Background: an optimization exercise with open tools, aiming at small area. Do not read the settings as production practice.
Function was checked by simulation only, so behaviour that the tests miss may differ from the original.
Power and IR drop assume default switching activity.

==> flow/design.v (excerpt) <==
module sd_channel (
  input  wire        clk,
  input  wire        rst,
  input  wire        start,
  input  wire [9:0]  osr,
  input  wire [6:0]  fosr,
  input  wire [3:0]  qual,
  input  wire        en_hi,
  input  wire        en_lo,
  input  wire [15:0] hi,
  input  wire [15:0] lo,
  input  wire        bit_valid,
  input  wire        bit_in,
  output wire        main_valid,
  output wire [23:0] main_code,
  output wire        main_ovr,
  output wire        fast_valid,
  output wire [15:0] fast_code,
  output wire        trip_hi,
  output wire        trip_lo,
  output reg         lost
);
Size in the first run: roughly 1800 cells after synthesis.
clock: 10.0 ns
lec_check: 0
cap_margin: 20
core_margin: 2
core_utilization: 40
cts_buf_list: sky130_fd_sc_hd__clkbuf_8
cts_cluster_diameter: 60
cts_cluster_size: 16
slew_margin: 20
standard.sh (not shown) runs the stock make flow with config.mk's settings and CLKGATE_MAP_FILE= SYNTH_SCRIPT=/design/flow/synth_recipe.tcl, a recipe that flattens the netlist after the stock synthesis.
==> flow/flow/run.sh <==
#!/bin/bash
# The standard layout (the standard.sh, standard synthesis unchanged), with
# two placement/CTS choices passed to ORFS through its own variables:
#  - every input and output port is still buffered, by buf_1 rather than the
#    delay buffer buffer_ports picks by default;
#  - clock tree synthesis without dummy loads.
# make's full output goes to standard_flow.log; each ORFS step keeps its own
# log under orfs/logs/.
set -euo pipefail
export BUFFER_PORTS_ARGS="-buffer_cell sky130_fd_sc_hd__buf_1"
export CTS_ARGS="-sink_clustering_enable -repair_clock_nets -dont_use_dummy_load -sink_clustering_size 16 -sink_clustering_max_diameter 60 -buf_list sky130_fd_sc_hd__clkbuf_8"
bash standard.sh finish > standard_flow.log 2>&1
The baseline completed with no timing, DRC or antenna violations.
Next try:
--- a/flow/design.v
+++ b/flow/design.v
@@ -269,19 +269,19 @@
     end
   end
   reg [9:0] pc;           
   reg [1:0] ndec;         
   reg [6:0] mdc;
   wire [9:0] pc_dec;
   wire [6:0] mdc_dec;
   sd_add #(.W(10)) u_pcd (.a(pc), .b(10'h3ff), .ci(1'b0), .s(pc_dec), .co());
   sd_add #(.W(7))  u_mdd (.a(mdc), .b(7'h7f), .ci(1'b0), .s(mdc_dec), .co());          
-  wire      mdec = pc == 10'd2;
+  wire      mdec = pc == 10'd3;
   wire      fill = mact && mdec;
   reg [28:0] i1, i2, i3, z1, z2, z3;
   reg [28:0] xs;
   reg        c1, c2, c3, e1, e2, e3;
   reg        icy;         
   wire       inc, icin;
   wire ci1 = mf0 ? mbit : c1;        
   wire n1  = i1[0] ^ ~mbit ^ ci1;
   wire co1 = (i1[0] & ~mbit) | (i1[0] & ci1) | (~mbit & ci1);
@@ -329,19 +329,19 @@
     xs <= fill ? {m3, xs[28:1]} : inc ? {xs[0] ^ icin, xs[28:1]} : {xs[27:0], mq4};
     icy <= icin & xs[0];
     mr1 <= mr1_n;
     mr2 <= mr2_n;
     mr3 <= mr3_n;
     mr4 <= mr4_n;
   end
   always @(posedge clk) begin
     if (start) begin
-      pc   <= osr_m1;
+      pc   <= 10'd0;
       ndec <= 2'd0;
     end else if (mact && fend) begin
       pc <= (pc == 10'd0) ? rm1 : pc_dec;
       if (mdec && ndec != 2'd2) ndec <= ndec + 2'd1;
     end
     if (rst)                                       mdc <= 7'd0;
     else if (mact && fend && mdec && ndec == 2'd2) mdc <= 7'd85;
     else if (mdc != 7'd0)                          mdc <= mdc_dec;
   end
Setup slack degrades by 160 ps.
Routed wire length decreases by 1.3%.
Area after synthesis decreases by about 0.7%.
Cell area decreases by about 0.5%.
Die area decreases by 0.67%.
Clock power is about the same.
Fmax decreases by 2.0%.
Clock-buffer cell count increases by 1.

--- another note on this design; it stands on its own ---

## sd_channel
module sd_channel (
  input  wire        clk,
  input  wire        rst,
  input  wire        start,
  input  wire [9:0]  osr,
  input  wire [6:0]  fosr,
  input  wire [3:0]  qual,
  input  wire        en_hi,
  input  wire        en_lo,
  input  wire [15:0] hi,
  input  wire [15:0] lo,
  input  wire        bit_valid,
  input  wire        bit_in,
  output wire        main_valid,
  output wire [23:0] main_code,
  output wire        main_ovr,
  output wire        fast_valid,
  output wire [15:0] fast_code,
  output wire        trip_hi,
  output wire        trip_lo,
  output reg         lost
);
For scale: about 560 flip-flops, about 22,000 sq um of cells after synthesis.
clock: 10.0 ns
lec_check: 0
abc_area: 1
cap_margin: 20
core_margin: 2
core_utilization: 40
cts_buf_list: sky130_fd_sc_hd__clkbuf_8
cts_cluster_diameter: 60
cts_cluster_size: 16
slew_margin: 20
standard.sh (not shown) runs the stock make flow with config.mk's settings and CLKGATE_MAP_FILE= SYNTH_SCRIPT=/design/flow/synth_recipe.tcl, a recipe that flattens the netlist after the stock synthesis.
==> flow/flow/run.sh <==
#!/bin/bash
# The standard layout (the standard.sh, standard synthesis unchanged), with
# two placement/CTS choices passed to ORFS through its own variables:
#  - every input and output port is still buffered, by buf_1 rather than the
#    delay buffer buffer_ports picks by default;
#  - clock tree synthesis without dummy loads.
# make's full output goes to standard_flow.log; each ORFS step keeps its own
# log under orfs/logs/.
set -euo pipefail
export BUFFER_PORTS_ARGS="-buffer_cell sky130_fd_sc_hd__buf_1"
export CTS_ARGS="-sink_clustering_enable -repair_clock_nets -dont_use_dummy_load -sink_clustering_size 16 -sink_clustering_max_diameter 60 -buf_list sky130_fd_sc_hd__clkbuf_8"
bash standard.sh finish > standard_flow.log 2>&1
Change:
Settings changed: ABC_AREA 1 to unset, CORE_UTILIZATION 40 to 60.
After rerunning:
- area after synthesis went down by 0.38%
- sequential share of layout area grows by 0.87 points
- clock-buffer cell count stays the same
- total power climbs by 2.0%
- final cell count came out lower by about 20%
- die area fell by about 33%
- clock skew came out higher by 0.0064 ns
- cell area goes down by 1.7%
- via count drops by 8.3%

afterwards: timing with drivers on the ports:
Ports are ideal in the flow. The routed layouts listed here were re-timed in OpenROAD. Step 1 (the two cells are an assumption about what drives the block):
set clk [get_ports {clk}]
set_driving_cell -lib_cell sky130_fd_sc_hd__clkbuf_16 $clk
set_driving_cell -lib_cell sky130_fd_sc_hd__buf_2 [delete_from_list [all_inputs] $clk]
Step 2 also shifts input and output timing later by t, the mid clock arrival at the registers, as if the neighbouring blocks saw the same clock. Three values: ideal ports, drivers, drivers and shift; two values: the first two.
run	t, ns	slack for setup (ns)	cell pins on the clock port's net
the first run of note 1	0.644	2.096 / 2.096 / 2.096	1
the second run of note 1	0.648	1.936 / 1.936 / 1.936	1
the first run of note 2	0.654	2.490 / 2.490 / 2.490	1
the second run of note 2	0.652	2.077 / 2.077 / 2.077	1
After both steps every run listed still meets setup and hold.
